This design comes from an exercise in tuning for small area and a short achievable clock period on the open sky130 flow, not from production work. Where RTL was checked, it was by simulation tests only, not by an equivalence proof against the original. No driver is modelled on the clock port, so clocking that relies on it looks cheaper here than on a real chip.

== job 8792 ==
==> flow/design.v (excerpt) <==
module ring_rx_check (
    input  wire        clk,
    input  wire        rst,           
    input  wire        col_valid,     
    input  wire [39:0] col_code,      
    input  wire        los,           
    output reg         v_valid,       
    output reg  [3:0]  v_reason,      
    output reg  [9:0]  v_len,         
    output wire [95:0] v_hdr,         
    output reg  [15:0] cnt_good,
    output reg  [15:0] cnt_hcrc,
    output reg  [15:0] cnt_bad,
    output wire [63:0] cnt_cv         
);
Size: roughly 2300 cells after synthesis, roughly 400 flip-flops, roughly 270 I/O pins.
Settings: LEC_CHECK=0, ABC_CLOCK_PERIOD_IN_PS=3500, CAP_MARGIN=20, CORE_MARGIN=2, CORE_UTILIZATION=40, SLEW_MARGIN=20, SYNTH_MEMORY_MAX_BITS=16384; clock period 11.0 ns.
standard.sh (not shown) runs the stock make flow with config.mk's settings and CLKGATE_MAP_FILE= SYNTH_SCRIPT=/design/flow/synth_recipe.tcl, a recipe that flattens the netlist after the stock synthesis.
==> flow/flow/run.sh <==
#!/bin/bash
# Standard layout (the standard.sh, unchanged synthesis and steps), with
# repair_timing asked for a larger setup margin so that the paths with slack
# to spare at the design's period are optimised too.  Every step's log is
# kept by ORFS under orfs/logs; make's own output goes to make.log.
set -euo pipefail
bash standard.sh SETUP_SLACK_MARGIN=7.7 finish > make.log 2>&1
For job 4717, these inputs were changed with respect to job 8792:
- removing ABC_CLOCK_PERIOD_IN_PS (formerly 3500)
Job 4717 reached the final stage; the timing, design-rule and antenna checks on its layout passed. Sequential cell count came out exactly the same in job 4717 and job 8792. Compared with job 8792, in job 4717 design area ~0 delta, number of cells on the worst hold path flat, wire length of the first global-routing pass barely changed. ~same total global routing overflow in job 4717 and job 8792.
No functional check of the RTL was part of any run of this note.

Another version of the RTL of ring_rx_check (not shown whole).
Size: ~2,300 cells after synthesis, roughly 270 I/O pins, roughly 23,000 um2 of cells after synthesis.
export LEC_CHECK = 0
export CAP_MARGIN = 20
export CORE_MARGIN = 2
export CORE_UTILIZATION = 60
export SLEW_MARGIN = 20
export SYNTH_MEMORY_MAX_BITS = 16384
create_clock -name core_clock -period 11.0 [get_ports {clk}]
==> flow/flow/run.sh <==
#!/bin/bash
# The standard layout (standard.sh: the standard synthesis and ORFS steps,
# unchanged), with two settings changed for the make run:
#  - CTS_ARGS: ORFS's own clock_tree_synthesis arguments without the dummy
#    loads CTS adds to balance the tree.
# Every ORFS step writes its own log under orfs/logs; make's output goes to
# make.log here.
set -euo pipefail
bash standard.sh SETUP_SLACK_MARGIN=7.58 \
    "CTS_ARGS=-sink_clustering_enable -repair_clock_nets -dont_use_dummy_load" \
    "BUFFER_PORTS_ARGS=-buffer_cell sky130_fd_sc_hd__buf_1" \
    finish > make.log 2>&1
Edit:
==> flow/flow/run.sh (replaced) <==
#!/bin/bash
# The standard layout (standard.sh: the standard synthesis and ORFS steps,
# unchanged), with three settings changed for the make run:
#  - CTS_ARGS: ORFS's own clock_tree_synthesis arguments, without the dummy
#    loads CTS adds to balance the tree;
#  - BUFFER_PORTS_ARGS: every input and output port still gets its buffer,
#    a buf_1 to start with (repair_timing sizes the output ones up).
# Every ORFS step writes its own log under orfs/logs; make's output goes to
# make.log here.
set -euo pipefail
bash standard.sh SETUP_SLACK_MARGIN=7.62 \
    "CTS_ARGS=-sink_clustering_enable -repair_clock_nets -dont_use_dummy_load" \
    "BUFFER_PORTS_ARGS=-buffer_cell sky130_fd_sc_hd__buf_1" \
    finish > make.log 2>&1
Settings changed: CORE_UTILIZATION 60 to 50.
=> The new run finished clean. Core utilization went down by 9.9 points. Critical path depth does not change. Cell area went up by 1.4%. Synthesized cell count does not change. Global-route usage went down by 4.0 points. First-iteration DRC count went up by 4.4%.
Edit:
==> flow/flow/run.sh (replaced) <==
#!/bin/bash
# The standard layout (standard.sh: the standard synthesis and ORFS steps,
# unchanged), with two settings changed for the make run:
#  - CTS_ARGS: ORFS's own clock_tree_synthesis arguments without the dummy
#    loads CTS adds to balance the tree.
# Every ORFS step writes its own log under orfs/logs; make's output goes to
# make.log here.
set -euo pipefail
bash standard.sh SETUP_SLACK_MARGIN=7.7 \
    "CTS_ARGS=-sink_clustering_enable -repair_clock_nets -dont_use_dummy_load -sink_clustering_levels 1" \
    "BUFFER_PORTS_ARGS=-buffer_cell sky130_fd_sc_hd__buf_1" \
    finish > make.log 2>&1
Settings changed: CORE_UTILIZATION 50 to 60.
What happened: Clock-buffer cell count is lower by 2. Sequential cell count stays the same. Die area is lower by 16%. Via count is higher by 2.7%. Hold slack hardly moves. Routed wire length is higher by 0.79%.
Edit:
==> flow/flow/run.sh (replaced) <==
#!/bin/bash
# The standard layout (standard.sh: the standard synthesis and ORFS steps,
# unchanged), with three settings changed for the make run:
#  - CTS_ARGS: ORFS's own clock_tree_synthesis arguments, without the dummy
#    loads CTS adds to balance the tree;
#  - BUFFER_PORTS_ARGS: every input and output port still gets its buffer,
#    a buf_1 to start with (repair_timing sizes the output ones up).
# Every ORFS step writes its own log under orfs/logs; make's output goes to
# make.log here.
set -euo pipefail
bash standard.sh SETUP_SLACK_MARGIN=7.62 \
    "CTS_ARGS=-sink_clustering_enable -repair_clock_nets -dont_use_dummy_load" \
    "BUFFER_PORTS_ARGS=-buffer_cell sky130_fd_sc_hd__buf_1" \
    finish > make.log 2>&1
What happened:
- routed wire length fell by a few percent
- die area does not change
- final area fell by a few percent
- sequential share of layout area rose by 1.3 points
- sequential cell count is unchanged
- count of clock-buffer cells in the layout does not change
- worst setup slack is about the same
- global-route usage fell by 0.55 points
Edit:
==> flow/flow/run.sh (replaced) <==
#!/bin/bash
# The standard layout (standard.sh: the standard synthesis and ORFS steps,
# unchanged), with two settings changed for the make run:
#  - CTS_ARGS: ORFS's own clock_tree_synthesis arguments without the dummy
#    loads CTS adds to balance the tree.
# Every ORFS step writes its own log under orfs/logs; make's output goes to
# make.log here.
set -euo pipefail
bash standard.sh SETUP_SLACK_MARGIN=7.7 \
    "CTS_ARGS=-sink_clustering_enable -repair_clock_nets -dont_use_dummy_load" \
    "BUFFER_PORTS_ARGS=-buffer_cell sky130_fd_sc_hd__buf_1" \
    RECOVER_POWER=100 \
    finish > make.log 2>&1
- The changed run produced a layout that fails on capacitance limit, slew limit
- worst hold slack is about the same
- sequential share of layout area goes down by 1.4 points
- worst setup slack degrades by 2800 ps
- die area stays the same

ring_rx_check, a different RTL version from the one above (not shown whole).
Size in the first run: roughly 2600 cells after synthesis.
Settings: LEC_CHECK=0, CAP_MARGIN=20, CORE_MARGIN=2, CORE_UTILIZATION=40, SLEW_MARGIN=20, SYNTH_MEMORY_MAX_BITS=16384; clock period 11.0 ns.
run.sh (not shown) runs the stock make flow with config.mk's settings and CLKGATE_MAP_FILE= SYNTH_SCRIPT=/design/flow/synth_recipe.tcl, a recipe that flattens the netlist after the stock synthesis.
Stock flow here: none of the scripts above is used.
Next try:
==> flow/flow/run.sh (new file) <==
#!/bin/bash
# Standard layout (the standard.sh, unchanged synthesis and steps), with
# repair_timing asked for a larger setup margin so that the paths with slack
# to spare at the design's period are optimised too.  Every step's log is
# kept by ORFS under orfs/logs; make's own output goes to make.log.
set -euo pipefail
bash standard.sh SETUP_SLACK_MARGIN=7.7 finish > make.log 2>&1
==> flow/standard.sh (new file) <==
#!/bin/bash
# synth_recipe.tcl (not shown) runs the flow's synth.tcl, then flattens the netlist and writes it again
# the make line also repeats each setting of config.mk as NAME=value (left out here)
make -C /OpenROAD-flow-scripts/flow DESIGN_CONFIG=/design/flow/config.mk WORK_HOME=/design/flow/orfs CLKGATE_MAP_FILE= SYNTH_SCRIPT=/design/flow/synth_recipe.tcl "${@:-finish}"
removed: flow/run.sh
=> Worst hold slack gains 0.023 ns. Cell area grows by roughly a tenth. Setup slack improves by 1.2 ns. Count of clock-buffer cells in the layout rose by 6. Final cell count increases by a few percent. Via count grows by a little under a tenth. Critical path depth went up by 1.
No functional check of the RTL was part of any run of this note.

## run 1
Another version of the RTL of ring_rx_check (not shown whole).
For scale: about 2300 cells after synthesis, roughly 390 flip-flops, about 270 I/O pins, about 23000 um2 of cells after synthesis.
Settings: LEC_CHECK=0, CAP_MARGIN=20, CORE_MARGIN=2, CORE_UTILIZATION=60, SLEW_MARGIN=20, SYNTH_MEMORY_MAX_BITS=16384; clock period 11.0 ns.
standard.sh (not shown) runs the stock make flow with config.mk's settings and CLKGATE_MAP_FILE= SYNTH_SCRIPT=/design/flow/synth_recipe.tcl, a recipe that flattens the netlist after the stock synthesis.
==> flow/flow/run.sh <==
#!/bin/bash
# Standard layout (the standard.sh, unchanged synthesis and steps), with
# repair_timing asked for a larger setup margin so that the paths with slack
# to spare at the design's period are optimised too.  Every step's log is
# kept by ORFS under orfs/logs; make's own output goes to make.log.
set -euo pipefail
bash standard.sh SETUP_SLACK_MARGIN=7.7 finish > make.log 2>&1
Run 1: done, clean on timing, DRC and antenna
Input changes introduced in run 2 (baseline for comparison: run 1):
- swapping 60 for 40 in CORE_UTILIZATION
Results
The flow did not stop early for run 2: all stages ran, and the layout cleared the timing, design-rule and antenna checks.
Between run 2 and run 1, it is run 2 whose clock-cell share of area is higher, by 0.33 points.
Changes observed in run 2 relative to run 1: routed wire length decreased by about 0.7% relative to the old numbers.
--- input diff run 2..run 3 ---
- CORE_UTILIZATION now 60, was 40
diff --git a/flow/flow/run.sh b/flow/flow/run.sh
--- a/flow/flow/run.sh
+++ b/flow/flow/run.sh
@@ -6,2 +6,2 @@
 set -euo pipefail
-bash standard.sh SETUP_SLACK_MARGIN=7.7 finish > make.log 2>&1
+bash standard.sh SETUP_SLACK_MARGIN=7.5 finish > make.log 2>&1
### Flow results
- Run 3: all stages complete, timing, DRC and antenna checks passed
- In the metrics for run 3 and run 2, the one carrying the higher measured slew at the worst slew-check pin is run 2.
- Summary — final period demand of the worst path, run 3 relative to run 2: higher, by 0.20 ns.
- Changes observed in run 3 relative to run 2: number of filler cells placed in the layout decreased about 50%; overall routed net length decreased about 9%.
- Detailed-route wire length on metal 1 of run 3 falls short of that of run 2 by more than 10%.
- Reported for run 3 and run 2, number of buffers and inverters on the critical path turned out identical to the last digit.
- Synthesized area: run 3 vs run 2 identical
- Changes observed in run 3 relative to run 2: first-pass GRT wire length decreased by 8.6% relative to the old numbers.
Function was not checked in any run of this note: the RTL went through the layout flow alone.

Setup of job 6938:
RTL: one of the versions met above, not the one the previous note started from.
Size: roughly 270 I/O pins, roughly 23000 um^2 of cells after synthesis.
clock: 11.0 ns
lec_check: 0
cap_margin: 20
core_margin: 2
core_utilization: 60
slew_margin: 20
synth_memory_max_bits: 16384
==> flow/flow/run.sh <==
#!/bin/bash
# The standard layout (standard.sh: the standard synthesis and ORFS steps,
# unchanged), with two settings changed for the make run:
#  - CTS_ARGS: ORFS's own clock_tree_synthesis arguments without the dummy
#    loads CTS adds to balance the tree.
# Every ORFS step writes its own log under orfs/logs; make's output goes to
# make.log here.
set -euo pipefail
bash standard.sh SETUP_SLACK_MARGIN=7.68 \
    "CTS_ARGS=-sink_clustering_enable -repair_clock_nets -dont_use_dummy_load" \
    "BUFFER_PORTS_ARGS=-buffer_cell sky130_fd_sc_hd__buf_1" \
    finish > make.log 2>&1
diff inputs: job 6938 => job 3676
- changing CORE_UTILIZATION from 60 to 40
==> flow/flow/run.sh <==
#!/bin/bash
# The standard layout (standard.sh: the standard synthesis and ORFS steps,
# unchanged), with three settings changed for the make run:
#  - CTS_ARGS: ORFS's own clock_tree_synthesis arguments, without the dummy
#    loads CTS adds to balance the tree;
#  - BUFFER_PORTS_ARGS: every input and output port still gets its buffer,
#    a buf_1 to start with (repair_timing sizes the output ones up).
# Every ORFS step writes its own log under orfs/logs; make's output goes to
# make.log here.
set -euo pipefail
bash standard.sh SETUP_SLACK_MARGIN=7.62 \
    "CTS_ARGS=-sink_clustering_enable -repair_clock_nets -dont_use_dummy_load" \
    "BUFFER_PORTS_ARGS=-buffer_cell sky130_fd_sc_hd__buf_1" \
    finish > make.log 2>&1
## What came out
Job 3676 went all the way through the flow, and no timing, DRC or antenna check failed.
Every stage of the flow completed for job 6938, and the final layout passed the timing, design-rule and antenna checks.
Job 6938 → job 3676: worst hold margin barely changed, routed wire length picked up an extra 5.2%.
Met2 usage: higher on job 6938
Job 3676 vs job 6938: fmax down slightly
What job 7399 does differently from job 3676 at the input level:
- swapping 40 for 60 in CORE_UTILIZATION
- putting PLACE_DENSITY at 0.7 where nothing was set
Results
- Job 7399 completed every stage of the flow, and the final layout passed the timing, design-rule and antenna checks.
- Summary — sequential share of layout area, job 7399 relative to job 3676: higher, by 0.87 points.
- Of the two candidates, job 3676 has the better fmax and job 7399 the worse one.
- Lower max-slew headroom at the worst pin was reported by job 7399, not job 3676.
- Global-route usage came out higher on job 7399 than on job 3676.
- Job 7399 — non-clock buffer count 14 lower, job 3676 as reference
- The minimum clock period of job 7399 is higher than that of job 3676.

Another version of the RTL of ring_rx_check (not shown whole).
For scale: ~2300 cells after synthesis, roughly 270 I/O pins.
clock: 11.0 ns
lec_check: 0
cap_margin: 20
core_margin: 2
core_utilization: 60
slew_margin: 20
synth_memory_max_bits: 16384
==> flow/flow/run.sh <==
#!/bin/bash
# The standard layout (standard.sh: the standard synthesis and ORFS steps,
# unchanged), with two settings changed for the make run:
#  - CTS_ARGS: ORFS's own clock_tree_synthesis arguments without the dummy
#    loads CTS adds to balance the tree.
# Every ORFS step writes its own log under orfs/logs; make's output goes to
# make.log here.
set -euo pipefail
bash standard.sh SETUP_SLACK_MARGIN=7.7 \
    "CTS_ARGS=-sink_clustering_enable -repair_clock_nets -dont_use_dummy_load -sink_clustering_size 20 -sink_clustering_max_diameter 50" \
    finish > make.log 2>&1
Then changed:
--- a/flow/flow/run.sh
+++ b/flow/flow/run.sh
@@ -10 +10 @@
-    "CTS_ARGS=-sink_clustering_enable -repair_clock_nets -dont_use_dummy_load -sink_clustering_size 20 -sink_clustering_max_diameter 50" \
+    "CTS_ARGS=-sink_clustering_enable -repair_clock_nets -dont_use_dummy_load" \
The changed run completed with no timing, DRC or antenna violations. Count of clock-buffer cells in the layout goes up by 2. Routed wire length decreases by 0.53%. Synthesized area stays the same. Worst setup slack stays flat. Global-route usage stays flat. Cell area drops by 0.90%. Utilization came out lower by 0.65 points.
Then changed:
--- a/flow/flow/run.sh
+++ b/flow/flow/run.sh
@@ -10 +10 @@
-    "CTS_ARGS=-sink_clustering_enable -repair_clock_nets -dont_use_dummy_load" \
+    "CTS_ARGS=-sink_clustering_enable -repair_clock_nets -dont_use_dummy_load -buf_list sky130_fd_sc_hd__clkbuf_8" \
Worst setup slack got worse by 35 ps.
Via count is higher by 2.7%.
Non-clock buffer count rose by 66.
Then changed:
--- a/flow/flow/run.sh
+++ b/flow/flow/run.sh
@@ -10 +10,2 @@
-    "CTS_ARGS=-sink_clustering_enable -repair_clock_nets -dont_use_dummy_load -buf_list sky130_fd_sc_hd__clkbuf_8" \
+    "CTS_ARGS=-sink_clustering_enable -repair_clock_nets -dont_use_dummy_load" \
+    "BUFFER_PORTS_ARGS=-buffer_cell sky130_fd_sc_hd__buf_1" \
After rerunning:
- synthesized cell count does not change
- sequential share of layout area went up by 1.5 points
- first-iteration DRC count went up slightly
- count of clock-buffer cells in the layout went down by 28
- wire length went down by a few percent
- cell area went down by a few percent
No run of this note included a check of the RTL's function; only the layout flow was run.

## v16
ring_rx_check with an RTL version that a note above also has.
Size: ~2300 cells after synthesis, roughly 440 flip-flops, roughly 270 I/O pins, about 23000 sq um of cells after synthesis.
clock: 11.0 ns
lec_check: 0
cap_margin: 20
core_margin: 2
core_utilization: 60
slew_margin: 20
synth_memory_max_bits: 16384
==> flow/flow/run.sh <==
#!/bin/bash
# The standard layout (standard.sh: the standard synthesis and ORFS steps,
# unchanged), with two settings changed for the make run:
#  - CTS_ARGS: ORFS's own clock_tree_synthesis arguments without the dummy
#    loads CTS adds to balance the tree.
# Every ORFS step writes its own log under orfs/logs; make's output goes to
# make.log here.
set -euo pipefail
bash standard.sh SETUP_SLACK_MARGIN=7.55 \
    "CTS_ARGS=-sink_clustering_enable -repair_clock_nets -dont_use_dummy_load" \
    "BUFFER_PORTS_ARGS=-buffer_cell sky130_fd_sc_hd__buf_1" \
    finish > make.log 2>&1
Here is what was changed in the inputs of v48 compared with v16.
- ABC_AREA: unset -> 1
--- a/flow/flow/run.sh
+++ b/flow/flow/run.sh
@@ -9 +9 @@
-bash standard.sh SETUP_SLACK_MARGIN=7.55 \
+bash standard.sh SETUP_SLACK_MARGIN=7.7 \
Run comparison: v16 dominant combinational cell family by area after synthesis XOR/XNOR gates; v48 dominant combinational cell family by area after synthesis simple AND/OR/NAND/NOR gates
When the final numbers for v48 and v16 were put side by side, the top fanout value on the critical path turned out to be greater in v16.
Number of ordinary and repair buffers in the finished layout (v16 / v48): 0.850
Comparing v48 and v16, the higher register share of the cell area was measured on v16.
v48 did not stop at any stage, and its layout met the timing, design-rule and antenna checks.
Number of CTS-inserted buffers (v48 over v16): increase, 2.2%
Fraction of layout cells with a size suffix above 1: v48 vs v16 up 10 points
Changes observed in v48 relative to v16: total instance count after detailed placement picked up an extra 26%; final cell area excluding filler cells picked up an extra 8.7%; total global routing overflow neither gained nor lost much; count of multi-input gates picked up an extra 427.
diff inputs: v48 => v4
- setting PLACE_DENSITY to 0.75 for the first time
- removing ABC_AREA (formerly 1)
==> results.txt <==
Delta (v4 minus v48): buffer share of cell area lower; unique cell type count in the Yosys netlist higher. When v4 is measured against v48, its per-cell via count in the routed design turns out 0.26 higher. Per the comparison of v4 with v48, post-layout minimum cycle time lost 41 ps, first-pass GRT wire length lost about 15%, non-clock buffer total of the final layout lost 20, layout overhead on the synthesized area lost 0.53 points, via total after detailed routing lost 3771. v48 -> v4: area of all placed cells without fillers decreased by a few percent.
> inputs changed (v4 -> v33)
- removing PLACE_DENSITY (formerly 0.75)
Notes after the runs:
v4 → v33: buffer count excluding the clock tree in the final layout now larger, pre-CTS worst setup slack held, share of cell area taken by flip-flops and latches now sits lower, total routing resource utilization after global routing increased by 0.69 points relative to the old numbers.
Here is what was changed in the inputs of v27 compared with v33.
==> flow/flow/run.sh <==
#!/bin/bash
# The standard layout (standard.sh: the standard synthesis and ORFS steps,
# unchanged), with three settings changed for the make run:
#  - CTS_ARGS: ORFS's own clock_tree_synthesis arguments, without the dummy
#    loads CTS adds to balance the tree;
#  - BUFFER_PORTS_ARGS: every input and output port still gets its buffer,
#    a buf_1 to start with (repair_timing sizes the output ones up).
# Every ORFS step writes its own log under orfs/logs; make's output goes to
# make.log here.
set -euo pipefail
bash standard.sh SETUP_SLACK_MARGIN=7.62 \
    "CTS_ARGS=-sink_clustering_enable -repair_clock_nets -dont_use_dummy_load -sink_clustering_size 20 -sink_clustering_max_diameter 50" \
    "BUFFER_PORTS_ARGS=-buffer_cell sky130_fd_sc_hd__buf_1" \
    finish > make.log 2>&1
Compared with v33, v27 shows number of nets at the end of the flow lower by 81. v27 ended with less layout-stage area growth over the synthesis result than v33. Cmp v27 vs v33: wire length per cell after detailed routing lower in v27. Looking only at total non-filler cell area in the finished layout, and setting everything else aside, the higher value of v33 and v27 goes to v33. v27 has more setup slack than v33. Delta (v27 minus v33): wire length now smaller, total of plain and repair buffers excluding clock buffers lost 76.
Setup changes, v27 to v17
==> flow/flow/run.sh <==
#!/bin/bash
# The standard layout (standard.sh: the standard synthesis and ORFS steps,
# unchanged), with two settings changed for the make run:
#  - CTS_ARGS: ORFS's own clock_tree_synthesis arguments without the dummy
#    loads CTS adds to balance the tree.
# Every ORFS step writes its own log under orfs/logs; make's output goes to
# make.log here.
set -euo pipefail
bash standard.sh SETUP_SLACK_MARGIN=7.65 \
    "CTS_ARGS=-sink_clustering_enable -repair_clock_nets -dont_use_dummy_load" \
    "BUFFER_PORTS_ARGS=-buffer_cell sky130_fd_sc_hd__buf_1" \
    finish > make.log 2>&1
==> comparison <==
- Going from v27 to v17, worst hold slack has decreased, slew of the pin with the lowest slew margin moved up, final clock period utilization by the worst path ~0 delta.
- On v17: sequential share of layout area is 0.20 points lower than what v27 gave.
- Initial detailed-routing violation count: v27 and v17 compared, higher one is v17
- v27 -> v17: number of nets in the finished design increased slightly
- Relative to v27, the post-synthesis to final-layout area growth of v17 is higher by 1.6 points.
- Looking only at worst setup slack, and setting everything else aside, the lower value of v27 and v17 goes to v27.

## port drivers added, routing unchanged
The flow's constraints put no driver on any port. The routed layouts listed below were extracted and timed again, unchanged, in two steps.
Step 1 (the two cells are an assumption about what drives the block):
set clk [get_ports {clk}]
set_driving_cell -lib_cell sky130_fd_sc_hd__clkbuf_16 $clk
set_driving_cell -lib_cell sky130_fd_sc_hd__buf_2 [delete_from_list [all_inputs] $clk]
Step 2 adds t to the input delays and takes it off the output delays; t is the mean of the earliest and latest rising clock arrival at the registers after step 1. Input paths then give back, and output paths get back, about the clock's delay inside the block.
Slacks: ideal / step 1 / step 2; pairs: ideal / step 1.
| run | t (ns) | setup WS [ns] | hold slack, ns | worst slew at a driven data input, ns | cell pins on the clock port's net |
|---|---|---|---|---|---|
| job 8792 | 0.641 | 7.380 / 7.379 / 6.737 | 0.430 / 0.430 / 0.430 | 0.07 | 1 |
| job 4717 | 0.641 | 7.380 / 7.379 / 6.737 | 0.430 / 0.430 / 0.430 | 0.07 | 1 |
| the first run of note 2 | 0.621 | 7.609 / 7.550 / 7.125 | 0.435 / 0.435 / 0.435 | 0.07 | 1 |
| the second run of note 2 | 0.624 | 7.607 / 7.551 / 7.305 | 0.439 / 0.439 / 0.439 | 0.05 | 1 |
| the third run of note 2 | 0.623 | 7.594 / 7.537 / 7.368 | 0.437 / 0.437 / 0.437 | 0.07 | 1 |
| the fourth run of note 2 | 0.623 | 7.596 / 7.539 / 7.383 | 0.435 / 0.435 / 0.435 | 0.07 | 1 |
| the fifth run of note 2 | 0.622 | 4.762 / 4.789 / 4.167 | 0.436 / 0.436 / 0.436 | 0.07 | 1 |
| the first run of note 3 | 0.646 | 6.215 / 6.246 / 5.600 | 0.446 / 0.446 / 0.446 | 0.06 | 1 |
| the second run of note 3 | 0.643 | 7.439 / 7.426 / 6.783 | 0.470 / 0.470 / 0.470 | 0.07 | 1 |
| run 1 | 0.634 | 7.270 / 7.270 / 6.791 | 0.464 / 0.464 / 0.464 | 0.08 | 1 |
| run 2 | 0.637 | 7.498 / 7.489 / 6.876 | 0.460 / 0.460 / 0.460 | 0.08 | 1 |
| run 3 | 0.615 | 7.297 / 7.283 / 6.667 | 0.469 / 0.469 / 0.469 | 0.07 | 1 |
| job 6938 | 0.623 | 7.619 / 7.562 / 7.392 | 0.436 / 0.436 / 0.436 | 0.07 | 1 |
| job 3676 | 0.619 | 7.595 / 7.539 / 7.131 | 0.435 / 0.435 / 0.435 | 0.05 | 1 |
| job 7399 | 0.623 | 7.571 / 7.512 / 7.331 | 0.454 / 0.454 / 0.454 | 0.05 | 1 |
| the first run of note 6 | 0.619 | 7.613 / 7.554 / 7.317 | 0.440 / 0.440 / 0.440 | 0.08 | 1 |
| the second run of note 6 | 0.612 | 7.614 / 7.555 / 7.346 | 0.452 / 0.452 / 0.452 | 0.09 | 1 |
| the third run of note 6 | 0.657 | 7.580 / 7.522 / 7.306 | 0.443 / 0.443 / 0.443 | 0.08 | 1 |
| the fourth run of note 6 | 0.618 | 7.611 / 7.551 / 7.258 | 0.455 / 0.455 / 0.455 | 0.07 | 1 |
| v16 | 0.620 | 7.587 / 7.529 / 7.126 | 0.435 / 0.435 / 0.435 | 0.07 | 1 |
| v48 | 0.617 | 7.561 / 7.503 / 7.276 | 0.400 / 0.400 / 0.400 | 0.05 | 1 |
| v4 | 0.615 | 7.602 / 7.602 / 7.291 | 0.435 / 0.435 / 0.435 | 0.04 | 1 |
| v33 | 0.623 | 7.594 / 7.537 / 7.368 | 0.437 / 0.437 / 0.437 | 0.07 | 1 |
| v27 | 0.617 | 7.605 / 7.546 / 7.387 | 0.443 / 0.443 / 0.443 | 0.08 | 1 |
| v17 | 0.621 | 7.616 / 7.559 / 7.369 | 0.433 / 0.433 / 0.433 | 0.08 | 1 |
For the second run of note 3, which loses most, drivers alone change the setup slack by -0.013 ns; drivers and shift together by -0.656 ns.
